Source: an optimization exercise on an open RTL-to-GDS flow (aim: small area). Production flows keep margins and buffers that such runs may drop. In this exercise RTL edits were held to simulation tests only and were not proved equivalent to the original. Power and IR drop assume default switching activity.

### flow/design.v
module sns_slot (
    input  wire        clk,
    input  wire        rst,
    input  wire        v,           
    input  wire        b,           
    input  wire        te,          
    input  wire        p0,          
    input  wire [11:0] wa,          
    input  wire [11:0] wb,
    input  wire [10:0] wc,
    input  wire [3:0]  wx,          
    input  wire [2:0]  wy,
    input  wire        en,
    input  wire        fen,
    input  wire [15:0] onn,         
    output wire [17:0] c3,          
    output wire        pres,        
    output wire        ovr,
    output wire        fv,          
    output wire [15:0] ff,          
    output wire        stuck
);
    function [32:0] rca;
        input [32:0] x;
        input [32:0] y;
        input        c0;
        integer      i;
        reg          c;
        begin
            c = c0;
            for (i = 0; i < 33; i = i + 1) begin
                rca[i] = x[i] ^ y[i] ^ c;
                c      = (x[i] & y[i]) | (c & (x[i] ^ y[i]));
            end
        end
    endfunction
    reg  [17:0] A, B;
    reg  [15:0] C;
    wire [17:0] sA, sB;
    wire [15:0] sC;
    assign sA = rca(A, {6'd0, wa & {12{b}}}, 1'b0);
    assign sB = rca(B, {6'd0, wb & {12{b}}}, 1'b0);
    assign sC = rca(C, {5'd0, wc & {11{b}}}, 1'b0);
    always @(posedge clk) begin
        A <= te ? sB : sA;
        B <= te ? {2'd0, sC} : sB;
        C <= (te | rst) ? 16'd0 : sC;
    end
    assign c3 = sA;
    reg  [6:0] X;
    reg  [4:0] Y;
    wire [6:0] xb = p0 ? {2'd0, Y} : X;
    wire [6:0] sX;
    wire [4:0] sY;
    assign sX = rca(xb, {3'd0, wx & {4{b}}}, 1'b0);
    assign sY = rca(Y, {2'd0, wy & {3{b}}}, 1'b0);
    always @(posedge clk) begin
        X <= sX;
        Y <= p0 ? 5'd0 : sY;
    end
    reg  [7:0] run;
    reg        last;
    wire [7:0] run_i;
    assign run_i = rca(run, 8'd0, ~run[7]);
    wire [7:0] run_n = (b == last) ? run_i : 8'd1;
    wire       r128  = run_n[7];
    wire       r32   = |run_n[7:5];
    reg  [3:0] ok;
    reg        s128, s32;
    reg  [2:0] e;
    reg  [1:0] d;
    always @(posedge clk) begin
        if (v)
            last <= b;
        if (rst) begin
            run  <= 8'd0;
            ok   <= 4'd0;
            s128 <= 1'b0;
            s32  <= 1'b0;
            e    <= 3'd4;
            d    <= 2'd0;
        end else if (v) begin
            run <= run_n;
            ok  <= r128 ? 4'd0 : ((&ok) ? ok : ok + 4'd1);
            if (te) begin
                s128 <= 1'b0;
                s32  <= 1'b0;
                e    <= (s128 | r128) ? 3'd4 : ((e == 3'd0) ? 3'd0 : e - 3'd1);
                d    <= (s32 | r32) ? 2'd3 : ((d == 2'd0) ? 2'd0 : d - 2'd1);
            end else begin
                s128 <= s128 | r128;
                s32  <= s32 | r32;
            end
        end
    end
    assign stuck = run[7];
    assign pres  = en & (e == 3'd0);
    assign ovr   = pres & (d != 2'd0);
    wire        wrap = ~(|onn);
    wire [16:0] nn   = {wrap, onn};
    wire [7:0]  shi;
    assign shi = rca({1'b0, X}, {1'b0, nn[16:10]}, 1'b0);
    wire [17:0] S    = {shi, nn[9:0]};
    wire        lo   = (S[17:15] == 3'b000);
    wire        hi   = S[17] | (S[16] & S[15]);
    wire [15:0] fs   = lo ? 16'h8000 : (hi ? 16'h7FFF : S[15:0]);
    assign fv = en & fen & (&ok);
    assign ff = fv ? fs : 16'd0;
endmodule
module sns_lane (
    input  wire         clk,
    input  wire         rst,
    input  wire         grp_valid,
    input  wire [7:0]   grp,
    input  wire         cfg_we,
    input  wire [2:0]   cfg_slot,
    input  wire [1:0]   cfg_sel,      
    input  wire [23:0]  cfg_wdata,
    output wire         smp_strobe,
    output wire [7:0]   smp_valid,
    output wire [7:0]   smp_ovr,
    output wire [191:0] smp_z,
    output reg          fast_strobe,
    output wire [7:0]   fast_valid,
    output wire [127:0] fast_f,
    output wire [7:0]   stuck
);
    wire [7:0]   cfg_en, cfg_fast;
    wire [191:0] cfg_offx;
    wire [183:0] cfg_gain;
    wire [63:0]  cfg_dly;
    sns_cfg u_cfg (
        .clk(clk), .rst(rst),
        .cfg_we(cfg_we), .cfg_slot(cfg_slot), .cfg_sel(cfg_sel), .cfg_wdata(cfg_wdata),
        .en(cfg_en), .fen(cfg_fast), .offx(cfg_offx), .gain(cfg_gain), .dly(cfg_dly)
    );
    reg  [5:0] phase;
    wire       te = grp_valid & (&phase);
    wire       p0 = grp_valid & (phase[2:0] == 3'd0);
    always @(posedge clk) begin
        if (rst) begin
            phase       <= 6'd0;
            fast_strobe <= 1'b0;
        end else begin
            if (grp_valid)
                phase <= phase + 6'd1;
            fast_strobe <= grp_valid & (&phase[2:0]);
        end
    end
    reg [34:0] w;
    always @(*) begin
        case (phase)
            6'd0: w = {12'd2080, 12'd2016, 11'd0};
            6'd1: w = {12'd2016, 12'd2080, 11'd0};
            6'd2: w = {12'd1953, 12'd2142, 11'd1};
            6'd3: w = {12'd1891, 12'd2202, 11'd3};
            6'd4: w = {12'd1830, 12'd2260, 11'd6};
            6'd5: w = {12'd1770, 12'd2316, 11'd10};
            6'd6: w = {12'd1711, 12'd2370, 11'd15};
            6'd7: w = {12'd1653, 12'd2422, 11'd21};
            6'd8: w = {12'd1596, 12'd2472, 11'd28};
            6'd9: w = {12'd1540, 12'd2520, 11'd36};
            6'd10: w = {12'd1485, 12'd2566, 11'd45};
            6'd11: w = {12'd1431, 12'd2610, 11'd55};
            6'd12: w = {12'd1378, 12'd2652, 11'd66};
            6'd13: w = {12'd1326, 12'd2692, 11'd78};
            6'd14: w = {12'd1275, 12'd2730, 11'd91};
            6'd15: w = {12'd1225, 12'd2766, 11'd105};
            6'd16: w = {12'd1176, 12'd2800, 11'd120};
            6'd17: w = {12'd1128, 12'd2832, 11'd136};
            6'd18: w = {12'd1081, 12'd2862, 11'd153};
            6'd19: w = {12'd1035, 12'd2890, 11'd171};
            6'd20: w = {12'd990, 12'd2916, 11'd190};
            6'd21: w = {12'd946, 12'd2940, 11'd210};
            6'd22: w = {12'd903, 12'd2962, 11'd231};
            6'd23: w = {12'd861, 12'd2982, 11'd253};
            6'd24: w = {12'd820, 12'd3000, 11'd276};
            6'd25: w = {12'd780, 12'd3016, 11'd300};
            6'd26: w = {12'd741, 12'd3030, 11'd325};
            6'd27: w = {12'd703, 12'd3042, 11'd351};
            6'd28: w = {12'd666, 12'd3052, 11'd378};
            6'd29: w = {12'd630, 12'd3060, 11'd406};
            6'd30: w = {12'd595, 12'd3066, 11'd435};
            6'd31: w = {12'd561, 12'd3070, 11'd465};
            6'd32: w = {12'd528, 12'd3072, 11'd496};
            6'd33: w = {12'd496, 12'd3072, 11'd528};
            6'd34: w = {12'd465, 12'd3070, 11'd561};
            6'd35: w = {12'd435, 12'd3066, 11'd595};
            6'd36: w = {12'd406, 12'd3060, 11'd630};
            6'd37: w = {12'd378, 12'd3052, 11'd666};
            6'd38: w = {12'd351, 12'd3042, 11'd703};
            6'd39: w = {12'd325, 12'd3030, 11'd741};
            6'd40: w = {12'd300, 12'd3016, 11'd780};
            6'd41: w = {12'd276, 12'd3000, 11'd820};
            6'd42: w = {12'd253, 12'd2982, 11'd861};
            6'd43: w = {12'd231, 12'd2962, 11'd903};
            6'd44: w = {12'd210, 12'd2940, 11'd946};
            6'd45: w = {12'd190, 12'd2916, 11'd990};
            6'd46: w = {12'd171, 12'd2890, 11'd1035};
            6'd47: w = {12'd153, 12'd2862, 11'd1081};
            6'd48: w = {12'd136, 12'd2832, 11'd1128};
            6'd49: w = {12'd120, 12'd2800, 11'd1176};
            6'd50: w = {12'd105, 12'd2766, 11'd1225};
            6'd51: w = {12'd91, 12'd2730, 11'd1275};
            6'd52: w = {12'd78, 12'd2692, 11'd1326};
            6'd53: w = {12'd66, 12'd2652, 11'd1378};
            6'd54: w = {12'd55, 12'd2610, 11'd1431};
            6'd55: w = {12'd45, 12'd2566, 11'd1485};
            6'd56: w = {12'd36, 12'd2520, 11'd1540};
            6'd57: w = {12'd28, 12'd2472, 11'd1596};
            6'd58: w = {12'd21, 12'd2422, 11'd1653};
            6'd59: w = {12'd15, 12'd2370, 11'd1711};
            6'd60: w = {12'd10, 12'd2316, 11'd1770};
            6'd61: w = {12'd6, 12'd2260, 11'd1830};
            6'd62: w = {12'd3, 12'd2202, 11'd1891};
            6'd63: w = {12'd1, 12'd2142, 11'd1953};
            default: w = 35'd0;
        endcase
    end
    wire [11:0] wa = grp_valid ? w[34:23] : 12'd0;
    wire [11:0] wb = grp_valid ? w[22:11] : 12'd0;
    wire [10:0] wc = grp_valid ? w[10:0]  : 11'd0;
    wire [3:0]  wx = grp_valid ? (4'd8 - {1'b0, phase[2:0]}) : 4'd0;
    wire [2:0]  wy = grp_valid ? phase[2:0] : 3'd0;
    wire [143:0] c3;
    wire [7:0]   pres;
    genvar m;
    generate
        for (m = 0; m < 8; m = m + 1) begin : g_slot
            sns_slot u_slot (
                .clk   (clk),
                .rst   (rst),
                .v     (grp_valid),
                .b     (grp[m]),
                .te    (te),
                .p0    (p0),
                .wa    (wa),
                .wb    (wb),
                .wc    (wc),
                .wx    (wx),
                .wy    (wy),
                .en    (cfg_en[m]),
                .fen   (cfg_fast[m]),
                .onn   (cfg_offx[24*m+8 +: 16]),
                .c3    (c3[18*m +: 18]),
                .pres  (pres[m]),
                .ovr   (smp_ovr[m]),
                .fv    (fast_valid[m]),
                .ff    (fast_f[16*m +: 16]),
                .stuck (stuck[m])
            );
        end
    endgenerate
    assign smp_valid = pres;
    wire        zsh, gsh;
    wire [23:0] zin, gin;
    reg  [23:0] zr [0:7];
    reg  [23:0] gp [0:7];
    sns_cal u_cal (
        .clk(clk), .rst(rst), .te(te),
        .offx(cfg_offx), .gain(cfg_gain), .dly(cfg_dly), .pres(pres),
        .zhead(zr[0][17:0]), .ghead(gp[0]), .gtail(gp[7]),
        .zsh(zsh), .zin(zin), .gsh(gsh), .gin(gin), .strobe(smp_strobe)
    );
    integer n;
    always @(posedge clk) begin
        for (n = 0; n < 8; n = n + 1) begin
            if (te)
                zr[n] <= {(n == 7) ? zin[23:18] : zr[n + 1][23:18], c3[18*n +: 18]};
            else if (zsh)
                zr[n] <= (n == 7) ? zin : zr[n + 1];
            if (gsh)
                gp[n] <= (n == 7) ? gin : gp[n + 1];
        end
    end
    generate
        for (m = 0; m < 8; m = m + 1) begin : g_out
            assign smp_z[24*m +: 24] = zr[m];
        end
    endgenerate
endmodule
module sns_cfg (
    input  wire         clk,
    input  wire         rst,
    input  wire         cfg_we,
    input  wire [2:0]   cfg_slot,
    input  wire [1:0]   cfg_sel,
    input  wire [23:0]  cfg_wdata,
    output reg  [7:0]   en,
    output reg  [7:0]   fen,
    output reg  [191:0] offx,
    output reg  [183:0] gain,
    output reg  [63:0]  dly
);
    function [32:0] rca;
        input [32:0] x;
        input [32:0] y;
        input        c0;
        integer      i;
        reg          c;
        begin
            c = c0;
            for (i = 0; i < 33; i = i + 1) begin
                rca[i] = x[i] ^ y[i] ^ c;
                c      = (x[i] & y[i]) | (c & (x[i] ^ y[i]));
            end
        end
    endfunction
    reg        we_q;
    reg [2:0]  slot_q;
    reg [1:0]  sel_q;
    reg [23:0] wd_q;
    always @(posedge clk) begin
        we_q   <= cfg_we;
        slot_q <= cfg_slot;
        sel_q  <= cfg_sel;
        wd_q   <= cfg_wdata;
    end
    wire [15:0] onn_w  = rca(~wd_q[23:8], 16'd0, 1'b1) ^ 16'h8000;
    wire [23:0] offx_w = {onn_w, wd_q[7:0]};
    wire [22:0] gain_w = wd_q[23] ? 23'h7FFFFF :
                         (wd_q[22:21] == 2'b00) ? 23'h200000 : wd_q[22:0];
    wire [1:0]  ctl_d = rst ? 2'b00 : wd_q[1:0];
    wire [23:0] off_d = rst ? 24'h800000 : offx_w;
    wire [22:0] gn_d  = rst ? 23'h400000 : gain_w;
    wire [7:0]  dly_d = rst ? 8'd130 : wd_q[7:0];
    genvar k;
    generate
        for (k = 0; k < 8; k = k + 1) begin : g_reg
            wire wk = we_q & (slot_q == k);
            always @(posedge clk) begin
                if (rst | (wk & (sel_q == 2'd0))) begin
                    en[k]  <= ctl_d[0];
                    fen[k] <= ctl_d[1];
                end
                if (rst | (wk & (sel_q == 2'd1)))
                    offx[24*k +: 24] <= off_d;
                if (rst | (wk & (sel_q == 2'd2)))
                    gain[23*k +: 23] <= gn_d;
                if (rst | (wk & (sel_q == 2'd3)))
                    dly[8*k +: 8] <= dly_d;
            end
        end
    endgenerate
endmodule
module sns_cal (
    input  wire         clk,
    input  wire         rst,
    input  wire         te,
    input  wire [191:0] offx,
    input  wire [183:0] gain,
    input  wire [63:0]  dly,
    input  wire [7:0]   pres,
    input  wire [17:0]  zhead,
    input  wire [23:0]  ghead,
    input  wire [23:0]  gtail,
    output wire         zsh,
    output wire [23:0]  zin,
    output wire         gsh,
    output wire [23:0]  gin,
    output reg          strobe
);
    function [32:0] rca;
        input [32:0] x;
        input [32:0] y;
        input        c0;
        integer      i;
        reg          c;
        begin
            c = c0;
            for (i = 0; i < 33; i = i + 1) begin
                rca[i] = x[i] ^ y[i] ^ c;
                c      = (x[i] & y[i]) | (c & (x[i] ^ y[i]));
            end
        end
    endfunction
    reg        busy, pre;
    reg [2:0]  cc;
    reg [7:0]  oh;       
    function [23:0] pick;
        input [7:0]   s;
        input [191:0] x;
        input integer w;
        integer       q;
        begin
            pick = 24'd0;
            for (q = 0; q < 8; q = q + 1)
                pick = pick | (x[w*q +: 24] & {24{s[q]}});
        end
    endfunction
    always @(posedge clk) begin
        if (rst) begin
            busy   <= 1'b0;
            pre    <= 1'b0;
            strobe <= 1'b0;
        end else begin
            strobe <= busy & ~pre & oh[7] & (cc == 3'd7);
            if (te) begin
                busy <= 1'b1;
                pre  <= 1'b1;
            end else if (pre) begin
                pre <= 1'b0;
                cc  <= 3'd1;
                oh  <= 8'd1;
            end else if (busy) begin
                if (cc == 3'd7) begin
                    cc <= 3'd1;
                    oh <= {oh[6:0], oh[7]};
                    if (oh[7])
                        busy <= 1'b0;
                end else begin
                    cc <= cc + 3'd1;
                end
            end
        end
    end
    wire run_c = busy & ~pre;
    assign zsh = pre | (run_c & (cc == 3'd7));
    assign gsh = run_c & (cc == 3'd5);
    wire m1    = ~cc[2] | (cc == 3'd4);                        
    wire [2:0]  ccn  = (pre | (cc == 3'd7)) ? 3'd1 : cc + 3'd1;
    wire [7:0]  ohn  = pre ? 8'd1 : ((cc == 3'd7) ? {oh[6:0], oh[7]} : oh);
    wire [23:0] y    = {~zhead[17], zhead[16:0], 6'd0};
    wire [23:0] ofx  = pick(ohn, offx, 24);
    wire [15:0] ofh  = rca(~ofx[23:8], 16'd0, 1'b1) ^ 16'h8000;
    wire [23:0] off  = {ofh, ofx[7:0]};
    wire [24:0] dif  = rca({y[23], y}, ~{off[23], off}, 1'b1);
    wire [23:0] a    = (dif[24] != dif[23]) ? (dif[24] ? 24'h800000 : 24'h7FFFFF) : dif[23:0];
    reg  [24:0] MC;
    reg  [32:0] ACC;
    wire [28:0] gr  = ACC[32:4];
    wire        gov = ~((&gr[28:23]) | ~(|gr[28:23]));
    wire [23:0] gc  = gov ? (gr[28] ? 24'h800000 : 24'h7FFFFF) : gr[23:0];
    wire [24:0] dg  = rca({ghead[23], ghead}, ~{gc[23], gc}, 1'b1);
    assign gin = gc;
    wire [22:0] gsel = pick(ohn, {8'd0, gain}, 23);
    wire [7:0]  dsel = pick(ohn, {128'd0, dly}, 8);
    wire [24:0] gx = {1'b0, gsel, 1'b0};
    wire [12:0] dx = {4'd0, dsel, 1'b0};
    reg  [6:0]  win;
    always @(posedge clk) begin
        case (ccn)
            3'd1:    win <= gx[6:0];
            3'd2:    win <= gx[12:6];
            3'd3:    win <= gx[18:12];
            3'd4:    win <= gx[24:18];
            3'd7:    win <= dx[12:6];
            default: win <= dx[6:0];
        endcase
    end
    wire [32:0] ppx [0:2];
    wire [2:0]  neg;
    genvar i;
    generate
        for (i = 0; i < 3; i = i + 1) begin : g_pp
            wire b2 = win[2*i+2], b1 = win[2*i+1], b0 = win[2*i];
            wire one = b1 ^ b0;
            wire two = (b2 & ~b1 & ~b0) | (~b2 & b1 & b0);
            assign neg[i] = b2 & ~(b1 & b0);
            wire [25:0] sel = one ? {MC[24], MC} : (two ? {MC, 1'b0} : 26'd0);
            wire [32:0] sh  = {{7{sel[25]}}, sel} << (2 * i);
            assign ppx[i] = neg[i] ? ~sh : sh;
        end
    endgenerate
    wire        first = (cc == 3'd1) | (cc == 3'd6);
    wire [32:0] init1 = 33'd2097152 - {32'd0, MC[24]};
    wire [32:0] init2 = {gtail[23], gtail, 8'hFF};
    wire [32:0] ain   = first ? (m1 ? init1 : init2) : {{6{ACC[32]}}, ACC[32:6]};
    wire [32:0] s1 = ain ^ ppx[0] ^ ppx[1];
    wire [32:0] k1 = (ain & ppx[0]) | (ppx[1] & (ain ^ ppx[0]));
    wire [32:0] c1 = {k1[31:0], neg[0]};
    wire [32:0] s2 = s1 ^ c1 ^ ppx[2];
    wire [32:0] k2 = (s1 & c1) | (ppx[2] & (s1 ^ c1));
    wire [32:0] c2 = {k2[31:0], neg[1]};
    wire [32:0] alo  = rca({19'd0, s2[13:0]}, {19'd0, c2[13:0]}, neg[2]);
    wire [18:0] ah0  = rca({14'd0, s2[32:14]}, {14'd0, c2[32:14]}, 1'b0);
    wire [18:0] ah1  = rca({14'd0, s2[32:14]}, {14'd0, c2[32:14]}, 1'b1);
    wire [32:0] accn = {alo[14] ? ah1 : ah0, alo[13:0]};
    assign zin = (|(pres & oh)) ? accn[25:2] : 24'd0;
    always @(posedge clk) begin
        ACC <= accn;
        if (zsh)
            MC <= {a[23], a};
        else if (gsh)
            MC <= dg;
    end
endmodule
### flow/config.mk
export PLATFORM = sky130hd
export DESIGN_NAME = sns_lane
export DESIGN_NICKNAME = sns_lane
export VERILOG_FILES = /design/flow/design.v
export SDC_FILE = /design/flow/constraint.sdc
export NUM_CORES = 8
export LEC_CHECK = 0
export CAP_MARGIN = 20
export CORE_MARGIN = 2
export CORE_UTILIZATION = 40
export SLEW_MARGIN = 20
### flow/constraint.sdc
create_clock -name core_clock -period 14.0 [get_ports {clk}]
set_input_delay 2.8000 -clock core_clock [delete_from_list [all_inputs] [get_ports {clk}]]
set_output_delay 2.8000 -clock core_clock [all_outputs]
set_load 0.01 [all_outputs]
### flow/run.sh
#!/bin/bash
# synth_recipe.tcl (not shown) runs the flow's synth.tcl, then flattens the netlist and writes it again
# the make line also repeats each setting of config.mk as NAME=value (left out here)
make -C /OpenROAD-flow-scripts/flow DESIGN_CONFIG=/design/flow/config.mk WORK_HOME=/design/flow/orfs CLKGATE_MAP_FILE= SYNTH_SCRIPT=/design/flow/synth_recipe.tcl finish
==> results of run 1 <==
worst max-delay path: cells and delay by family, from the launching register on:
family                     cells  cell delay (ns)
adders and majority gates     33            11.90
DFF                            1             0.34
AOI/OAI and AO/OA              1             0.17
and+or+nand+nor                1             0.07
muxes                          2             0.36
xor gates and xnor gates       4             0.64
cell usage after synthesis, drive strengths merged (5+ instances only):
cell,number
o21ai,152
inv,444
mux2i,94
a22oi,181
a31oi,17
nand2,1369
o211ai,5
xor2,40
o22ai,13
and3,349
nor2,300
or3,11
dfxtp,760
ha,328
edfxtp,892
a2111oi,17
nor3,58
xnor2,130
a211oi,16
a221oi,11
a311oi,8
nand3,87
nand2b,78
a21oi,214
clkbuf,263
a21boi,17
a21o,43
nor3b,53
o31ai,5
o21bai,10
and4,23
nor4,33
buf,152
a32oi,11
nor2b,32
or2,6
fa,470
nand4,31
a22o,5
o21a,133
and2,90
timing repair:
item,in CTS,in global routing
setup endpoints to repair,2,2
pin swaps,4,7
setup buffers,2,2
gates resized for setup,13,16
through the flow:
stage,power [mW],instance area (um2)
finish,14.1,91800
global route,14.8,91800
CTS,14.2,91700
detailed placement,9.29,85600
global placement,9.20,85600
floorplan,8.06,79100
worst paths after layout:
| path | slack (ns) | to | startpoint |
|---|---|---|---|
| max reg2reg | 0.39 | u_cal.ACC[32] | u_cal.win[1] |
| min | 0.41 | gp[4][2] | gp[5][2] |
| max | 0.39 | u_cal.ACC[32] | u_cal.win[1] |
| min reg2reg | 0.41 | gp[4][2] | gp[5][2] |
per-layer routing:
metal	global-route usage (%)	up-vias	share of wire, %
li1	-	24341	-
met1	32.6	26863	44
met2	35.9	1816	46
met3	3.81	340	6.8
met4	8.35	8	3.5
met5	0	-	0.022
report_power, final:
group,switching [mW],internal (mW)
Combinational,1.82,1.26
Clock,2.06,2.80
Sequential,0.353,5.80
Total,4.23,9.86
cell families (layout without fill, tap and decap cells):
group           after synthesis  count (layout)  synth area share (%)
buf+inv                     859            1288                  4.40
xor+xnor                    170             170                  1.91
other cells                   0               4                     0
compound gates              882             882                  7.34
flops                      1652            1652                  53.2
mux                          98              98                  1.29
simple gates               2534            2534                  14.8
fa+ha+maj                   798             798                  17.1
area by class of cell:
class	instances	area [um2]	share of cell area (%)
multi-input combinational	4482	33900	36.9
timing repair buffer	505	4870	5.31
antenna	4	10.0	0.0109
sequential	1652	42000	45.8
clock buffer	242	5020	5.47
inverter	444	1680	1.83
tap	2640	3300	3.60
clock inverter	97	1030	1.12
flip-flops by register name, summed over array words and instances, names as in the netlist, 56 cells and up:
signal / cells
zr: 192
g_slot.u_slot.B: 144
g_slot.u_slot.C: 128
u_cfg.offx: 192
u_cfg.gain: 184
gp: 192
g_slot.u_slot.A: 144
g_slot.u_slot.run: 64
u_cfg.dly: 64
g_slot.u_slot.X: 56
==> impl_metrics.csv, run 1 <==
group,metric,value,unit
sta,worst_slew_pin_slew,1.12,ns
sta,fin_crit,13.61,ns
clock_tree,cts_tree,"yes",
sta,rsz0062_at_grt,"false",
logic_synthesis,yosys.area.top_type_share,33.9,%
clock_tree,cts_buffers,179,
die,initial_utilization,40.1,%
drt,drt_pre_antenna_iters,6,
clock_tree,insertion_delay,0.86,ns
die,ioPinCount,395,
die,row_count,163,
clock_tree,cts_root_buf,"clkbuf_16",
status,status,"finished clean",
drt,ant_nets,0,
logic_synthesis,ys_warn_count,8,
power,p_per_area,154,nW/um2
grt,grt_pass1_wl,345000,um
sta,final.setup.tns,0,ns
drt,wl,234000,um
critical_path,path_max_fanout,3,
drt,drc,0,
critical_path,critPathMaxStageDelay,0.47,ns
worst_hold_path,min_delay_path_depth,0,
critical_path,crit_type,"reg2reg",
logic_synthesis,ys_seq_area_share,53.2,%
sta,skew,0.0350,ns
die,die-area,201000,um2
power,power_leakage,39.0,nW
logic_synthesis,synth_cell_types,79,
cells_and_area,drive_gt1_share,6.80,%
sta,hold_violations,0,
critical_path,crit_required,14.70,ns
grt,grt_use_total,23.1,%
logic_synthesis,ys_ff_latch,1652,
die,core_area,197000,um2
logic_synthesis,netlist_top_cells_area,"edfxtp_1, dfxtp_1, fa_1",
drt,vias,53368,
flow_run,cap_violations,0,
logic_synthesis,netlist_area,79000,um2
die,fp.dieW,448,um
logic_synthesis,synth_nets,7832,
cells_and_area,fin_util,46.6,%
cells_and_area,final_common_cell,"nand2_1",
logic_synthesis,synthArstFlopShare,0,%
grt,grt-ovfl-total,0,
sta,maxSlewViolCount,0,
cells_and_area,area_delta_synth_final,16.2,%
critical_path,cp_common_cell,"fa_2",
cells_and_area,fill_cells,17844,
clock_tree,clockBufferDepth,3,
sta,period_share,97.2,%
critical_path,cp-end-kind,"flip-flop",
clock_tree,htreeDepth,4,
placement,dp_hpwl,165000,um
critical_path,start_kind,"flip-flop",
placement,pre_cts_slack,-0.414,ns
logic_synthesis,synth_edf_count,892,
sta,hold_slack,0.413,ns
placement,portBuffers,394,
sta,worst_slack,0.395,ns
worst_hold_path,hp-class,"reg2reg",
critical_path,crit_arrival,14.30,ns
drt,wl_per_cell,23.3,um
cells_and_area,final_cell_mix,"nand2_1, edfxtp_1, dfxtp_1",
cells_and_area,nets,8103,
logic_synthesis,synth_area_leader_cell,"edfxtp_1",
critical_path,critical_path.slowest_cell,"fa_1",
power,ir_drop,0.134,mV
sta,slew_headroom,25.2,%
drt,viasPerCell,5.30,
sta,max_freq,73.5,MHz
logic_synthesis,synthesis.instances,6993,
cells_and_area,finalNonFillerCells,10066,
drt,drtIter0Drc,5096,
logic_synthesis,post_synth.cell_area_avg,11.3,um2
clock_tree,clock-sinks,1652,
grt,grt_pass1_vias,52960,
logic_synthesis,synthFlopType,"edfxtp_1",
clock_tree,ctsHoldBuffers,0,
grt,antenna_found_initial,18,
critical_path,r2r_cells,41,
placement,place_congestion,0.913,
grt,grt_start_max_net_pins,228,
die,die_y,448,um
clock_tree,clkSlewWorstSetupHoldPaths,0.06,ns
sta,finalSetupViolCount,0,
placement,dp_cells,9716,
==> inputs of run 2 (changes only) <==
==> flow/flow/run.sh (new file) <==
#!/bin/bash
# The standard layout, with the ports buffered by the smallest buffer
# (sky130_fd_sc_hd__buf_1) instead of the one buffer_ports picks itself.
set -euo pipefail
export BUFFER_PORTS_ARGS="-buffer_cell sky130_fd_sc_hd__buf_1"
bash standard.sh > standard_flow.log 2>&1
==> flow/standard.sh (new file) <==
#!/bin/bash
# synth_recipe.tcl (not shown) runs the flow's synth.tcl, then flattens the netlist and writes it again
# the make line also repeats each setting of config.mk as NAME=value (left out here)
make -C /OpenROAD-flow-scripts/flow DESIGN_CONFIG=/design/flow/config.mk WORK_HOME=/design/flow/orfs CLKGATE_MAP_FILE= SYNTH_SCRIPT=/design/flow/synth_recipe.tcl "${@:-finish}"
removed: flow/run.sh
==> impl_metrics.csv, run 2 <==
group,metric,value,unit
status,status,"finished clean",
power,ir_drop,0.152,mV
sta,period_share,97.7,%
flow_run,cap_violations,0,
placement,dp_hpwl,162000,um
die,initial_utilization,40.1,%
grt,grt_pass1_wl,342000,um
sta,final.setup.tns,0,ns
grt,grt_pass1_vias,52439,
worst_hold_path,min_delay_path_depth,0,
critical_path,critical_path.slowest_cell,"fa_1",
drt,wl,232000,um
drt,drtIter0Drc,5331,
cells_and_area,fill_cells,18086,
clock_tree,cts_root_buf,"clkbuf_16",
drt,viasPerCell,5.30,
logic_synthesis,synthesis.instances,6993,
die,row_count,163,
logic_synthesis,synth_nets,7832,
critical_path,start_kind,"flip-flop",
critical_path,r2r_setup_slack,0.32,ns
power,power_leakage,38.0,nW
critical_path,r2r_cells,43,
logic_synthesis,synthFlopType,"edfxtp_1",
sta,worst_slack,0.324,ns
grt,grt-ovfl-total,0,
logic_synthesis,synthArstFlopShare,0,%
critical_path,critPathMaxStageDelay,0.49,ns
logic_synthesis,synth_cell_types,79,
worst_hold_path,min_from,"gp[4][10]",
critical_path,rr_endpoint,"u_cal.ACC[32]",
critical_path,path_max_fanout,2,
sta,hold_violations,0,
grt,grt_start_max_net_pins,220,
worst_hold_path,hp-class,"reg2reg",
placement,place_congestion,0.910,
sta,skew,0.0428,ns
drt,drc,0,
cells_and_area,area_delta_synth_final,13.1,%
critical_path,cp_common_cell,"fa_2",
placement,dpl_cell_area,83100,um2
logic_synthesis,synth_area_leader_cell,"edfxtp_1",
sta,maxSlewViolCount,0,
logic_synthesis,ys_top_cells_by_count,"nand2_1, edfxtp_1, dfxtp_1, fa_1, inv_1",
clock_tree,insertion_delay,0.85,ns
cells_and_area,final_common_cell,"nand2_1",
clock_tree,cts_tree,"yes",
sta,rsz0062_at_grt,"false",
critical_path,crit_type,"reg2reg",
logic_synthesis,ys_warn_count,8,
logic_synthesis,ys_seq_area_share,53.2,%
critical_path,crit_arrival,14.37,ns
die,die_y,448,um
critical_path,r2r_start,"u_cal.win[0]",
clock_tree,cts_buffers,180,
clock_tree,clockBufferDepth,3,
critical_path,crit_required,14.70,ns
cells_and_area,fin_util,45.4,%
sta,max_freq,73.1,MHz
cells_and_area,nets,8104,
die,die-area,201000,um2
drt,drt_pre_antenna_iters,6,
logic_synthesis,netlist_top_cells_area,"edfxtp_1, dfxtp_1, fa_1",
logic_synthesis,synth_edf_count,892,
clock_tree,ctsHoldBuffers,0,
die,fp.dieW,448,um
sta,worst_slew_pin_slew,1.21,ns
clock_tree,clkSlewWorstSetupHoldPaths,0.06,ns
cells_and_area,final_cell_mix,"nand2_1, edfxtp_1, dfxtp_1",
drt,vias,53385,
clock_tree,clock-sinks,1652,
worst_hold_path,holdPathEnd,"gp[3][10]",
logic_synthesis,post_synth.cell_area_avg,11.3,um2
power,total_power,14.2,mW
cells_and_area,drive_gt1_share,6.78,%
sta,fin_crit,13.68,ns
grt,grt_use_total,22.8,%
die,ioPinCount,395,
cells_and_area,reg.largest.list,"gp x192, u_cfg.offx x192, zr x192",
power,p_per_area,159,nW/um2
critical_path,cp_top_family,"adder cells",
grt,antenna_found_initial,24,
die,core_area,197000,um2
drt,ant_nets,0,
logic_synthesis,post-synth-top-count-cell,"nand2_1",
logic_synthesis,netlist_area,79000,um2
sta,finalSetupViolCount,0,
clock_tree,htreeDepth,4,
critical_path,path_buf_inv,2,
placement,portBuffers,394,
sta,slew_headroom,19.3,%
drt,wl_per_cell,23.0,um
critical_path,cp-end-kind,"flip-flop",
cells_and_area,final_area,89400,um2
logic_synthesis,yosys.area.top_type_share,33.9,%
placement,pre_cts_slack,-0.410,ns
logic_synthesis,ys_ff_latch,1652,
[run 2: cell types whose count changed in the layout (fill, tap and decap cells not counted), sizes merged]
cell	change
diode	+5
clkdlybuf4s50	-390
bufinv	+6
clkbuf	+1
buf	+381
clkinv	+7
clkinvlp	-9
inv	+3
[run 2: cell type report]
cell class | count | area, um2 | area share (%)
flip-flops and latches | 1652 | 42000 | 47.0
multi-input cells | 4482 | 33800 | 37.9
clock buffers | 234 | 4920 | 5.51
well taps | 2640 | 3300 | 3.70
repair buffers | 505 | 2410 | 2.70
inverters | 444 | 1680 | 1.88
clock inverters | 104 | 1210 | 1.35
diodes | 9 | 22.5 | 0.0252
[run 2: what timing repair did]
action	in CTS	in global routing
endpoints found under the setup margin	2	2
gates cloned	0	0
resized for setup	13	15
hold endpoints to repair	0	0
setup buffers	0	1
pin swaps	4	7
[run 2: cell families after synthesis]
| family | count (synthesis) | synth area share (%) |
|---|---|---|
| AND/OR/NAND/NOR | 2534 | 14.8 |
| flip-flops | 1652 | 53.2 |
| AO/OA/AOI/OAI | 882 | 7.34 |
| buffers and inverters | 859 | 4.40 |
| adder cells (fa/ha/maj) | 798 | 17.1 |
| XOR/XNOR | 170 | 1.91 |
| multiplexers | 98 | 1.29 |
[run 2: worst reg2reg max path: cells and delay by family (launching register included)]
kind / cells / cell delay (ns)
adders and majority gates: 32 / 11.58
AOI/OAI and AO/OA: 1 / 0.17
xor gates and xnor gates: 4 / 0.68
muxes: 1 / 0.17
buffers and inverters: 2 / 0.24
and+or+nand+nor: 3 / 0.34
DFF: 1 / 0.36
[run 2: worst max path at each step]
stage | startpoint | endpoint | slack [ns] | depth (start not counted)
6_report | u_cal.win[0] | u_cal.ACC[32] | 0.32 | 43
5_1_grt | u_cal.win[0] | u_cal.ACC[32] | 0.02 | 43
4_1_cts | u_cal.cc[1] | u_cal.ACC[32] | 0.04 | 42
3_5_place_dp | u_cal.win[0] | u_cal.ACC[32] | -0.41 | 41
3_3_place_gp | u_cal.win[0] | u_cal.ACC[32] | -0.33 | 41
2_1_floorplan | u_cal.win[0] | u_cal.ACC[32] | 0.03 | 43
[run 2: stage by stage]
stage / hold WS [ns] / std cells
global route: 0.417 / 10062
detailed placement: 0.405 / 9722
global placement: 0.400 / 9721
floorplan: 0.400 / 6993
finish: 0.399 / 10070
CTS: 0.403 / 10060
[run 2: report_power, final]
part	internal (mW)	switching, mW	leakage (nW)
clock network	2.87	2.07	2.99
registers	5.80	0.355	14.6
logic	1.26	1.83	20.5
total	9.93	4.26	38.0
[run 2: metal layers]
metal,GRT usage (%),wire length [um]
met5,0,32
met3,4.27,18100
met4,8.47,8480
met1,31.9,100000
met2,35.4,105000
==> inputs of run 3 (changes only) <==
--- a/flow/config.mk
+++ b/flow/config.mk
@@ -7,5 +7,7 @@
 export LEC_CHECK = 0
 export CAP_MARGIN = 20
 export CORE_MARGIN = 2
-export CORE_UTILIZATION = 40
+export CORE_UTILIZATION = 60
+export CTS_CLUSTER_DIAMETER = 80
+export CTS_CLUSTER_SIZE = 30
 export SLEW_MARGIN = 20
==> impl_metrics.csv, run 3 <==
group,metric,value,unit
drt,ant_nets,0,
placement,pre_cts_slack,-0.367,ns
drt,wl,218000,um
critical_path,cp_common_cell,"fa_2",
sta,fin_crit,13.69,ns
critical_path,crit_required,14.60,ns
grt,grt_start_max_net_pins,182,
logic_synthesis,synth_nets,7832,
sta,maxSlewViolCount,0,
power,power_frac_comb,23.9,%
die,core_area,131000,um2
critical_path,cp-end-kind,"flip-flop",
cells_and_area,area_delta_synth_final,7.81,%
critical_path,crit_arrival,14.29,ns
sta,hold_slack,0.424,ns
sta,worst_slack,0.309,ns
logic_synthesis,synth_area_leader_cell,"edfxtp_1",
grt,grt-ovfl-total,0,
power,total_power,12.2,mW
power,p_per_area,143,nW/um2
power,p_sw,3.83,mW
sta,worst_slew_pin_slew,1.19,ns
drt,drt_pre_antenna_iters,7,
logic_synthesis,ys_seq_area_share,53.2,%
grt,grt_pass1_vias,51763,
cells_and_area,final_common_cell,"nand2_1",
clock_tree,cts_root_buf,"clkbuf_16",
placement,dpl_cell_area,82000,um2
placement,portBuffers,394,
power,p_clk_share,25.4,%
clock_tree,clockBufferDepth,3,
logic_synthesis,synthesis.instances,6993,
logic_synthesis,netlist_top_cells_area,"edfxtp_1, dfxtp_1, fa_1",
sta,period_share,97.8,%
die,row_count,133,
cells_and_area,reg.largest.list,"gp x192, u_cfg.offx x192, zr x192",
grt,grt_use_total,32.3,%
clock_tree,clkSlewWorstSetupHoldPaths,0.11,ns
power,power_leakage,36.5,nW
critical_path,path_max_fanout,3,
sta,skew,0.0403,ns
power,seqPwrFrac,50.6,%
placement,place_congestion,0.963,
clock_tree,cts_buffers,83,
drt,vias,53042,
drt,drc,0,
logic_synthesis,synthArstFlopShare,0,%
critical_path,critPathMaxStageDelay,0.51,ns
placement,dp_hpwl,153000,um
die,ioPinCount,395,
cells_and_area,finalNonFillerCells,9001,
sta,hold_violations,0,
die,fp.dieW,367,um
clock_tree,cts_tree,"yes",
power,ir_drop,0.117,mV
critical_path,critical_path.slowest_cell,"fa_1",
logic_synthesis,netlist_area,79000,um2
power,intPower,8.34,mW
logic_synthesis,synthFlopType,"edfxtp_1",
die,die-area,135000,um2
logic_synthesis,ys_top_cells_by_count,"nand2_1, edfxtp_1, dfxtp_1, fa_1, inv_1",
sta,slew_headroom,20.5,%
die,initial_utilization,60.2,%
logic_synthesis,post-synth-top-count-cell,"nand2_1",
sta,final.setup.tns,0,ns
cells_and_area,final_area,85200,um2
clock_tree,clock-sinks,1652,
sta,finalSetupViolCount,0,
logic_synthesis,ys_ff_latch,1652,
clock_tree,insertion_delay,0.74,ns
logic_synthesis,yosys.area.top_type_share,33.9,%
grt,antenna_found_initial,11,
drt,drtIter0Drc,5847,
worst_hold_path,hp-class,"reg2reg",
logic_synthesis,synth_edf_count,892,
sta,max_freq,73.0,MHz
cells_and_area,final_cell_mix,"nand2_1, edfxtp_1, dfxtp_1",
clock_tree,ctsHoldBuffers,0,
drt,viasPerCell,5.89,
grt,grt_pass1_wl,326000,um
critical_path,start_kind,"flip-flop",
clock_tree,htreeDepth,3,
logic_synthesis,synth_cell_types,79,
placement,dp_cells,8841,
cells_and_area,drive_gt1_share,4.90,%
cells_and_area,fin_util,64.9,%
power,power.share.switching,31.4,%
logic_synthesis,ys_warn_count,8,
drt,wl_per_cell,24.2,um
logic_synthesis,post_synth.cell_area_avg,11.3,um2
cells_and_area,nets,8013,
die,die_y,367,um
flow_run,cap_violations,0,
status,status,"finished clean",
critical_path,crit_type,"reg2reg",
==> run 3: cell counts after synthesis <==
No cell type changed its count.
==> run 3: critical path: cells and delay by family (launching register included) <==
family                   cells  cell delay (ns)
flip-flops                   1             0.42
AND/OR/NAND/NOR              3             0.45
AO/OA/AOI/OAI                3             0.41
buffers and inverters        2             0.11
XOR/XNOR                     3             0.43
adder cells (fa/ha/maj)     33            11.55
multiplexers                 1             0.15
==> run 3: final timing paths <==
path	depth (start not counted)	slack [ns]	start	endpoint
worst max-delay path	45	0.31	u_cal.cc[0]	u_cal.ACC[32]
worst min-delay path	0	0.42	gp[1][5]	gp[0][5]
worst max register to register	45	0.31	u_cal.cc[0]	u_cal.ACC[32]
worst min register to register	0	0.42	gp[1][5]	gp[0][5]
==> run 3: power groups by stage <==
stage,clock network (mW),logic (mW),registers (mW)
after CTS,3.15,2.90,6.16
final,3.10,2.91,6.16
after global routing,3.31,3.32,6.22
after global placement,0,2.78,6.24
after floorplan,0,1.94,6.11
after detailed placement,0,2.85,6.27
==> run 3: what timing repair did <==
action                     in CTS  in global routing
setup endpoints to repair       2                  2
pin swaps                       2                  5
buffers inserted                2                  1
resized for setup               7                 11
==> run 3: area by class of cell <==
| cell class | instances | area, um2 |
|---|---|---|
| fillers | 10497 | 46000 |
| flip-flops and latches | 1652 | 42000 |
| multi-input cells | 4482 | 33800 |
| repair buffers | 511 | 2420 |
| clock buffers | 103 | 2230 |
| well taps | 1755 | 2200 |
| inverters | 444 | 1680 |
| clock inverters | 51 | 831 |
| diodes | 3 | 7.51 |
==> run 3: cells by family (layout without fill, tap and decap cells) <==
kind of cell,count (synthesis),count (layout),share of synthesized area [%]
xor+xnor,170,170,1.91
flops,1652,1652,53.2
other cells,0,3,0
compound gates,882,882,7.34
fa+ha+maj,798,798,17.1
simple gates,2534,2534,14.8
buf+inv,859,1109,4.40
mux,98,98,1.29
==> run 3: routing by layer <==
metal / up-vias / track usage [%] / part of all wire, %
li1: 24067 / - / -
met1: 26437 / 47.6 / 43
met2: 2169 / 48.8 / 45
met3: 369 / 5.48 / 8.6
met4: 0 / 11.1 / 4.0
met5: - / 0 / 0
==> inputs of run 4 (changes only) <==
--- a/flow/config.mk
+++ b/flow/config.mk
@@ -7,7 +7,7 @@
 export LEC_CHECK = 0
 export CAP_MARGIN = 20
 export CORE_MARGIN = 2
-export CORE_UTILIZATION = 60
+export CORE_UTILIZATION = 70
 export CTS_CLUSTER_DIAMETER = 80
-export CTS_CLUSTER_SIZE = 30
+export CTS_CLUSTER_SIZE = 26
 export SLEW_MARGIN = 20
==> impl_metrics.csv, run 4 <==
group,metric,value,unit
power,seqPwrFrac,52.1,%
critical_path,crit_type,"reg2reg",
placement,portBuffers,394,
cells_and_area,nets,7998,
power,power_leakage,36.1,nW
placement,place_congestion,0.996,
drt,vias,54301,
drt,drc,0,
worst_hold_path,hp-class,"reg2reg",
die,row_count,123,
logic_synthesis,ys_warn_count,8,
logic_synthesis,post-synth-top-count-cell,"nand2_1",
sta,maxSlewViolCount,0,
cells_and_area,final_common_cell,"nand2_1",
drt,drtIter0Drc,6461,
critical_path,crit_arrival,14.25,ns
clock_tree,cts_tree,"yes",
grt,antenna_found_initial,12,
grt,grt_pass1_wl,324000,um
logic_synthesis,synth_area_leader_cell,"edfxtp_1",
sta,period_share,97.7,%
sta,max_freq,73.1,MHz
grt,grt-ovfl-total,0,
sta,hold_violations,0,
clock_tree,cts_buffers,76,
logic_synthesis,netlist_top_cells_area,"edfxtp_1, dfxtp_1, fa_1",
die,core_area,112000,um2
logic_synthesis,synth_edf_count,892,
logic_synthesis,synthArstFlopShare,0,%
placement,dpl_cell_area,81600,um2
critical_path,critPathMaxStageDelay,0.57,ns
power,p_clk_share,22.5,%
critical_path,cp-end-kind,"flip-flop",
clock_tree,insertion_delay,0.71,ns
die,die_y,340,um
sta,worst_slew_pin_slew,1.18,ns
drt,viasPerCell,6.22,
status,status,"finished clean",
clock_tree,ctsHoldBuffers,0,
cells_and_area,reg.largest.list,"gp x192, u_cfg.offx x192, zr x192",
power,total_power,11.8,mW
critical_path,cp_common_cell,"fa_2",
die,fp.dieW,340,um
cells_and_area,final_area,84100,um2
critical_path,path_max_fanout,3,
clock_tree,htreeDepth,3,
logic_synthesis,ys_seq_area_share,53.2,%
logic_synthesis,netlist_area,79000,um2
drt,wl_per_cell,24.7,um
critical_path,r2r_setup_slack,0.32,ns
logic_synthesis,yosys.area.top_type_share,33.9,%
drt,wl,216000,um
power,power_frac_comb,25.5,%
drt,ant_nets,0,
cells_and_area,area_delta_synth_final,6.46,%
sta,worst_slack,0.319,ns
logic_synthesis,synthesis.instances,6993,
cells_and_area,final_cell_mix,"nand2_1, edfxtp_1, dfxtp_1",
power,p_per_area,141,nW/um2
sta,rsz0062_at_grt,"false",
grt,grt_start_max_net_pins,169,
logic_synthesis,post_synth.cell_area_avg,11.3,um2
power,ir_drop,0.127,mV
clock_tree,clkSlewWorstSetupHoldPaths,0.10,ns
die,initial_utilization,70.4,%
placement,pre_cts_slack,-0.297,ns
critical_path,critical_path.slowest_cell,"fa_1",
sta,fin_crit,13.68,ns
flow_run,cap_violations,0,
grt,grt_use_total,37.3,%
clock_tree,cts_root_buf,"clkbuf_16",
drt,drt_pre_antenna_iters,6,
placement,dp_hpwl,149000,um
power,intPower,8.14,mW
power,p_sw,3.69,mW
die,ioPinCount,395,
cells_and_area,drive_gt1_share,4.25,%
clock_tree,clock-sinks,1652,
power,power.share.switching,31.2,%
sta,slew_headroom,21.5,%
sta,skew,0.0424,ns
die,die-area,116000,um2
sta,finalSetupViolCount,0,
clock_tree,clockBufferDepth,3,
critical_path,crit_required,14.57,ns
logic_synthesis,synth_cell_types,79,
logic_synthesis,synth_nets,7832,
logic_synthesis,synthFlopType,"edfxtp_1",
cells_and_area,fin_util,75.0,%
critical_path,start_kind,"flip-flop",
logic_synthesis,ys_ff_latch,1652,
grt,grt_pass1_vias,52603,
logic_synthesis,ys_top_cells_by_count,"nand2_1, edfxtp_1, dfxtp_1, fa_1, inv_1",
## run 4: cell counts after synthesis
Identical to the previous run, type by type.
## run 4: what timing repair did
item	in CTS	in global routing
setup buffers	1	1
resized for setup	11	13
endpoints found under the setup margin	2	2
pin swaps	3	5
## run 4: area by class of cell
type                            instances  area (um2)
Sequential cell                      1652       42000
Inverter                              444        1680
Timing Repair Buffer                  503        2360
Fill cell                            7576       28100
Clock inverter                         19         193
Clock buffer                          121        2130
Tap cell                             1500        1880
Multi-Input combinational cell       4482       33800
Antenna cell                            6        15.0
## run 4: worst paths after layout
path,from,end,cells after the start
setup / recovery,u_cal.cc[1],u_cal.ACC[32],42
hold reg to reg,gp[1][2],gp[0][2],0
setup reg to reg,u_cal.cc[1],u_cal.ACC[32],42
hold / removal,gp[1][2],gp[0][2],0
## run 4: cells by family after synthesis
logic type               synth area share (%)
AO/OA/AOI/OAI                            7.34
multiplexers                             1.29
buffers and inverters                    4.40
AND/OR/NAND/NOR                          14.8
flip-flops                               53.2
adder cells (fa/ha/maj)                  17.1
XOR/XNOR                                 1.91
## run 4: per-stage QoR
step / hold WS (ns) / instances / TNS, ns
6_report: 0.406 / 8727 / 0
5_1_grt: 0.433 / 8721 / 0
4_1_cts: 0.423 / 8719 / 0
3_5_place_dp: 0.405 / 8578 / -0.297
3_3_place_gp: 0.402 / 8578 / -0.189
2_1_floorplan: 0.400 / 6993 / 0
## run 4: power groups by stage
stage	Clock (mW)	Combinational, mW	Sequential, mW
finish	2.66	3.01	6.16
CTS	2.68	2.97	6.15
global placement	0	2.79	6.23
detailed placement	0	2.90	6.26
floorplan	0	1.94	6.11
global route	2.83	3.38	6.21
## run 4: layer usage
metal  track usage (%)  vias up  part of all wire (%)
met5                 0        -                 0.063
met1              52.6    26805                    39
met3              7.43      557                    11
met4              15.7       20                   5.1
li1                  -    24036                     -
met2              57.1     2883                    45
## run 4: worst max-delay path, delay by kind of cell, from the launching register on
kind | cells | cell delay, ns
adders and majority gates | 33 | 11.75
xor gates and xnor gates | 3 | 0.47
DFF | 1 | 0.44
AOI/OAI and AO/OA | 2 | 0.35
muxes | 2 | 0.32
buffers and inverters | 1 | 0.16
and+or+nand+nor | 1 | 0.08
==> inputs of run 5 (changes only) <==
--- a/flow/config.mk
+++ b/flow/config.mk
@@ -7,7 +7,7 @@
 export LEC_CHECK = 0
 export CAP_MARGIN = 20
 export CORE_MARGIN = 2
-export CORE_UTILIZATION = 70
+export CORE_UTILIZATION = 80
 export CTS_CLUSTER_DIAMETER = 80
 export CTS_CLUSTER_SIZE = 26
 export SLEW_MARGIN = 20
==> impl_metrics.csv, run 5 <==
group,metric,value,unit
critical_path,r2r_cells,42,
drt,vias,56435,
power,p_clk_share,21.9,%
logic_synthesis,synthArstFlopShare,0,%
clock_tree,ctsHoldBuffers,0,
power,p_per_area,142,nW/um2
critical_path,crit_type,"reg2reg",
logic_synthesis,netlist_top_cells_area,"edfxtp_1, dfxtp_1, fa_1",
sta,finalSetupViolCount,0,
logic_synthesis,synth_area_leader_cell,"edfxtp_1",
clock_tree,insertion_delay,0.72,ns
power,power_leakage,36.1,nW
sta,final.setup.tns,0,ns
placement,place_congestion,1.03,
status,status,"finished clean",
grt,use_met2,67.2,%
drt,drtIter0Drc,8281,
worst_hold_path,min_delay_path_depth,0,
grt,grt_start_max_net_pins,254,
critical_path,crit_required,14.57,ns
cells_and_area,final_common_cell,"nand2_1",
worst_hold_path,min_from,"gp[2][0]",
logic_synthesis,ys_seq_area_share,53.2,%
critical_path,critPathMaxStageDelay,0.50,ns
worst_hold_path,hp-class,"reg2reg",
critical_path,start_kind,"flip-flop",
placement,dp_hpwl,152000,um
power,seqPwrFrac,52.2,%
die,core_area,98100,um2
cells_and_area,area_delta_synth_final,5.97,%
logic_synthesis,synth_edf_count,892,
clock_tree,cts_buffers,74,
grt,grt_pass1_vias,55775,
power,power.share.switching,31.6,%
sta,fin_crit,13.81,ns
sta,maxSlewViolCount,0,
die,die_y,318,um
logic_synthesis,ys_top_cells_by_count,"nand2_1, edfxtp_1, dfxtp_1, fa_1, inv_1",
drt,drt_pre_antenna_iters,9,
power,intPower,8.12,mW
clock_tree,cts_root_buf,"clkbuf_16",
logic_synthesis,ys_ff_latch,1652,
critical_path,cp_common_cell,"fa_2",
critical_path,r2r_setup_slack,0.19,ns
sta,period_share,98.6,%
grt,grt_use_total,43.9,%
critical_path,path_max_fanout,3,
cells_and_area,reg.largest.list,"gp x192, u_cfg.offx x192, zr x192",
drt,drc,0,
power,ir_drop,0.158,mV
sta,max_freq,72.4,MHz
critical_path,cp_top_family,"adder cells",
clock_tree,clock-sinks,1652,
drt,viasPerCell,6.62,
worst_hold_path,holdPathEnd,"gp[1][0]",
sta,hold_slack,0.417,ns
grt,grt-ovfl-total,0,
sta,skew,0.0419,ns
grt,top_usage_layer,"met2",
die,fp.dieW,318,um
grt,globalRouteMet1Util,57.1,%
logic_synthesis,synthesis.instances,6993,
drt,ant_nets,0,
critical_path,cp-end-kind,"flip-flop",
grt,grt_pass1_wl,333000,um
grt,antenna_found_initial,17,
power,power_frac_comb,25.9,%
critical_path,rr_endpoint,"u_cal.ACC[32]",
sta,worst_slew_pin_slew,1.14,ns
critical_path,path_buf_inv,2,
logic_synthesis,yosys.area.top_type_share,33.9,%
logic_synthesis,post_synth.cell_area_avg,11.3,um2
clock_tree,cts_tree,"yes",
logic_synthesis,netlist_area,79000,um2
logic_synthesis,ys_warn_count,8,
die,die-area,101000,um2
sta,rsz0062_at_grt,"true",
logic_synthesis,post-synth-top-count-cell,"nand2_1",
drt,wl,223000,um
clock_tree,clockBufferDepth,3,
flow_run,cap_violations,0,
sta,slew_headroom,23.9,%
grt,met3_usage,12.5,%
cells_and_area,drive_gt1_share,4.07,%
critical_path,worst-path-stages,42,
sta,hold_violations,0,
critical_path,crit_arrival,14.39,ns
drt,wl_per_cell,26.1,um
logic_synthesis,synthFlopType,"edfxtp_1",
clock_tree,clkSlewWorstSetupHoldPaths,0.11,ns
die,row_count,115,
cells_and_area,final_cell_mix,"nand2_1, edfxtp_1, dfxtp_1",
logic_synthesis,synth_nets,7832,
die,initial_utilization,80.5,%
power,p_sw,3.75,mW
critical_path,r2r_start,"u_cal.cc[1]",
die,ioPinCount,395,
clock_tree,htreeDepth,3,
logic_synthesis,synth_cell_types,79,
cells_and_area,nets,7998,
critical_path,critical_path.slowest_cell,"fa_1",
placement,portBuffers,394,
[run 5: changes by cell type in the layout (fill, tap and decap cells not counted), sizes merged]
| cell | change |
|---|---|
| diode | +8 |
| clkinvlp | -2 |
| clkbuf | +5 |
| buf | +3 |
| clkinv | -5 |
| inv | -3 |
| bufinv | -1 |
[run 5: worst max-delay path by stage]
stage,end,slack (ns),start
floorplan,u_cal.ACC[32],0.03,u_cal.win[0]
global placement,u_cal.ACC[32],-0.20,u_cal.cc[0]
detailed placement,u_cal.ACC[32],-0.38,u_cal.cc[0]
CTS,u_cal.ACC[32],0.04,u_cal.cc[1]
global route,u_cal.ACC[32],-0.06,u_cal.win[0]
finish,u_cal.ACC[32],0.19,u_cal.cc[1]
[run 5: repair_timing]
| item | CTS | global route |
|---|---|---|
| setup buffers | 1 | 1 |
| pin swaps | 3 | 5 |
| resized for setup | 13 | 10 |
| endpoints found under the setup margin | 2 | 2 |
[run 5: layer usage]
layer,wire [um],vias to the layer above
met4,15400,20
li1,-,24022
met2,101000,4227
met5,149,-
met3,29800,967
met1,76600,27199
[run 5: worst reg2reg max path: cells and delay by family (launching register included)]
| kind | cells | cell delay (ns) |
|---|---|---|
| flip-flops | 1 | 0.42 |
| buffers and inverters | 2 | 0.32 |
| multiplexers | 2 | 0.40 |
| XOR/XNOR | 3 | 0.42 |
| adder cells (fa/ha/maj) | 33 | 11.79 |
| AO/OA/AOI/OAI | 2 | 0.30 |
[run 5: power groups by stage]
stage / clock network, mW / logic (mW) / registers, mW
final: 2.60 / 3.07 / 6.19
after global routing: 2.74 / 3.39 / 6.23
after CTS: 2.59 / 2.96 / 6.17
after detailed placement: 0 / 2.88 / 6.27
after global placement: 0 / 2.71 / 6.23
after floorplan: 0 / 1.94 / 6.11
[run 5: cell families (layout without fill, tap and decap cells)]
family / count (synthesis) / count (layout) / share of synthesized area (%)
AND/OR/NAND/NOR: 2534 / 2534 / 14.8
flip-flops: 1652 / 1652 / 53.2
AO/OA/AOI/OAI: 882 / 882 / 7.34
buffers and inverters: 859 / 1084 / 4.40
adder cells (fa/ha/maj): 798 / 798 / 17.1
XOR/XNOR: 170 / 170 / 1.91
multiplexers: 98 / 98 / 1.29
other: 0 / 14 / 0
[run 5: cell type report]
cell class | count | area (um2)
flip-flops and latches | 1652 | 42000
multi-input cells | 4482 | 33800
fillers | 4983 | 14400
repair buffers | 505 | 2350
clock buffers | 127 | 2130
inverters | 444 | 1680
well taps | 1287 | 1610
clock inverters | 8 | 100
diodes | 14 | 35.0
[run 5: per-stage QoR]
step / power (mW) / utilization (%) / instances / area, um2 / worst slack, ns
floorplan: 8.06 / - / 6993 / 79100 / 0.0285
global placement: 8.94 / 82.9 / 8368 / 81400 / -0.195
detailed placement: 9.15 / 82.9 / 8368 / 81400 / -0.382
CTS: 11.7 / 85.2 / 8504 / 83600 / 0.0423
global route: 12.4 / 85.3 / 8507 / 83700 / -0.0637
finish: 11.9 / 85.3 / 8519 / 83700 / 0.189
==> inputs of run 6 (changes only) <==
--- a/flow/config.mk
+++ b/flow/config.mk
@@ -7,7 +7,7 @@
 export LEC_CHECK = 0
 export CAP_MARGIN = 20
 export CORE_MARGIN = 2
-export CORE_UTILIZATION = 80
+export CORE_UTILIZATION = 60
 export CTS_CLUSTER_DIAMETER = 80
 export CTS_CLUSTER_SIZE = 26
 export SLEW_MARGIN = 20
==> impl_metrics.csv, run 6 <==
group,metric,value,unit
power,ir_drop,0.115,mV
drt,wl_per_cell,24.2,um
flow_run,cap_violations,0,
logic_synthesis,synth_edf_count,892,
logic_synthesis,post-synth-top-count-cell,"nand2_1",
critical_path,critPathMaxStageDelay,0.51,ns
critical_path,critical_path.slowest_cell,"fa_1",
die,die-area,135000,um2
sta,period_share,97.8,%
grt,grt_pass1_vias,51905,
logic_synthesis,synth_area_leader_cell,"edfxtp_1",
cells_and_area,final_common_cell,"nand2_1",
clock_tree,clockBufferDepth,3,
drt,drtIter0Drc,6140,
logic_synthesis,synthFlopType,"edfxtp_1",
placement,pre_cts_slack,-0.367,ns
critical_path,cp_common_cell,"fa_2",
power,power_leakage,36.5,nW
cells_and_area,final_cell_mix,"nand2_1, edfxtp_1, dfxtp_1",
placement,dpl_cell_area,82000,um2
logic_synthesis,ys_warn_count,8,
power,p_per_area,143,nW/um2
logic_synthesis,post_synth.cell_area_avg,11.3,um2
logic_synthesis,netlist_area,79000,um2
worst_hold_path,min_from,"gp[1][4]",
clock_tree,clkSlewWorstSetupHoldPaths,0.10,ns
placement,place_congestion,0.963,
clock_tree,clock-sinks,1652,
die,die_y,367,um
sta,worst_slack,0.309,ns
clock_tree,ctsHoldBuffers,0,
critical_path,crit_type,"reg2reg",
critical_path,crit_arrival,14.29,ns
logic_synthesis,synth_nets,7832,
worst_hold_path,hp-class,"reg2reg",
die,core_area,131000,um2
clock_tree,insertion_delay,0.75,ns
sta,max_freq,73.0,MHz
critical_path,cp-end-kind,"flip-flop",
drt,drt_pre_antenna_iters,7,
logic_synthesis,ys_ff_latch,1652,
sta,hold_violations,0,
cells_and_area,final_area,85200,um2
die,ioPinCount,395,
clock_tree,cts_tree,"yes",
drt,drc,0,
logic_synthesis,netlist_top_cells_area,"edfxtp_1, dfxtp_1, fa_1",
logic_synthesis,synthArstFlopShare,0,%
drt,ant_nets,0,
logic_synthesis,synthesis.instances,6993,
cells_and_area,fill_cells,10506,
sta,fin_crit,13.69,ns
drt,viasPerCell,5.91,
sta,slew_headroom,20.0,%
sta,maxSlewViolCount,0,
sta,rsz0062_at_grt,"true",
placement,dp_hpwl,153000,um
status,status,"finished clean",
clock_tree,cts_root_buf,"clkbuf_16",
sta,hold_slack,0.422,ns
cells_and_area,multi_input_area,33800,um2
grt,grt_start_max_net_pins,182,
sta,final.setup.tns,0,ns
logic_synthesis,yosys.area.top_type_share,33.9,%
logic_synthesis,synth_cell_types,79,
die,row_count,133,
placement,dp_cells,8841,
drt,vias,53203,
grt,antenna_found_initial,12,
sta,skew,0.0367,ns
critical_path,r2r_start,"u_cal.cc[0]",
logic_synthesis,ys_seq_area_share,53.2,%
critical_path,start_kind,"flip-flop",
grt,grt_use_total,32.4,%
cells_and_area,nets,8017,
placement,portBuffers,394,
cells_and_area,drive_gt1_share,4.90,%
die,initial_utilization,60.2,%
clock_tree,htreeDepth,3,
grt,grt-ovfl-total,0,
power,total_power,12.2,mW
cells_and_area,area_delta_synth_final,7.79,%
sta,worst_slew_pin_slew,1.20,ns
critical_path,setup.worst_path.start,"u_cal.cc[0]",
cells_and_area,finalNonFillerCells,9008,
critical_path,path_max_fanout,3,
cells_and_area,register_area,42000,um2
clock_tree,cts_buffers,88,
cells_and_area,fin_util,64.9,%
critical_path,crit_required,14.60,ns
cells_and_area,reg.largest.list,"gp x192, u_cfg.offx x192, zr x192",
die,fp.dieW,367,um
sta,finalSetupViolCount,0,
drt,wl,218000,um
grt,grt_pass1_wl,327000,um
logic_synthesis,ys_top_cells_by_count,"nand2_1, edfxtp_1, dfxtp_1, fa_1, inv_1",
run 6: layer usage:
layer	vias to the layer above	track usage (%)	share of wire, %
li1	24101	-	-
met3	384	5.31	8.7
met4	2	11.2	3.9
met2	2232	49.0	45
met5	-	0	0.0050
met1	26484	47.7	43
run 6: cell families (layout without fill, tap and decap cells):
family          Yosys count  count (layout)  synth area share, %
compound gates          882             882                 7.34
buf+inv                 859            1118                 4.40
simple gates           2534            2534                 14.8
flops                  1652            1652                 53.2
xor+xnor                170             170                 1.91
mux                      98              98                 1.29
other cells               0               1                    0
fa+ha+maj               798             798                 17.1
run 6: power by group:
group          internal, mW  total [mW]  switching [mW]
Sequential             5.79        6.16           0.368
Combinational          1.23        2.91            1.68
Clock                  1.36        3.09            1.74
Total                  8.37        12.2            3.79
run 6: path summary, 6_finish.rpt:
| check | end | slack (ns) | cells after the start |
|---|---|---|---|
| setup / recovery | u_cal.ACC[32] | 0.31 | 41 |
| hold / removal | gp[0][4] | 0.42 | 0 |
| setup reg to reg | u_cal.ACC[32] | 0.31 | 41 |
| hold reg to reg | gp[0][4] | 0.42 | 0 |
run 6: worst max-delay path: cells and delay by family, from the launching register on:
kind / cells / cell delay (ns)
muxes: 2 / 0.38
xor gates and xnor gates: 3 / 0.45
DFF: 1 / 0.45
AOI/OAI and AO/OA: 2 / 0.35
and+or+nand+nor: 1 / 0.11
adders and majority gates: 33 / 11.78
run 6: cell type report:
cell class	count	share of cell area [%]
inverter	444	1.97
timing repair buffer	510	2.83
clock inverter	41	0.652
clock buffer	123	2.94
antenna	1	0.00294
tap	1755	2.58
multi-input combinational	4482	39.7
sequential	1652	49.3
run 6: repair_timing:
item,CTS,global route
setup buffers,2,0
setup endpoints to repair,2,2
resized for setup,9,9
pin swaps,2,6
cloned,0,0

==> separate check: timing with driven ports <==
In the flow no input, the clock included, has a driving cell. The finished layouts below were timed again as built, in two steps. Step 1 (the two cells are an assumption about what drives the block):
set clk [get_ports {clk}]
set_driving_cell -lib_cell sky130_fd_sc_hd__clkbuf_16 $clk
set_driving_cell -lib_cell sky130_fd_sc_hd__buf_2 [delete_from_list [all_inputs] $clk]
Step 2 also shifts input and output timing later by t, the mid clock arrival at the registers, as if the neighbouring blocks saw the same clock. Slacks: ideal ports / drivers / drivers and shift; pairs: ideal ports / drivers.
run	t, ns	setup WS [ns]	latest minus earliest clock arrival (ns)
run 1	0.926	0.395 / 0.395 / 0.395	0.037 / 0.038
run 2	0.916	0.324 / 0.324 / 0.324	0.044 / 0.043
run 3	0.806	0.309 / 0.309 / 0.309	0.043 / 0.043
run 4	0.776	0.319 / 0.319 / 0.319	0.043 / 0.043
run 5	0.783	0.189 / 0.189 / 0.189	0.042 / 0.042
run 6	0.818	0.309 / 0.309 / 0.309	0.040 / 0.039
After both steps setup and hold are still met in every run listed.
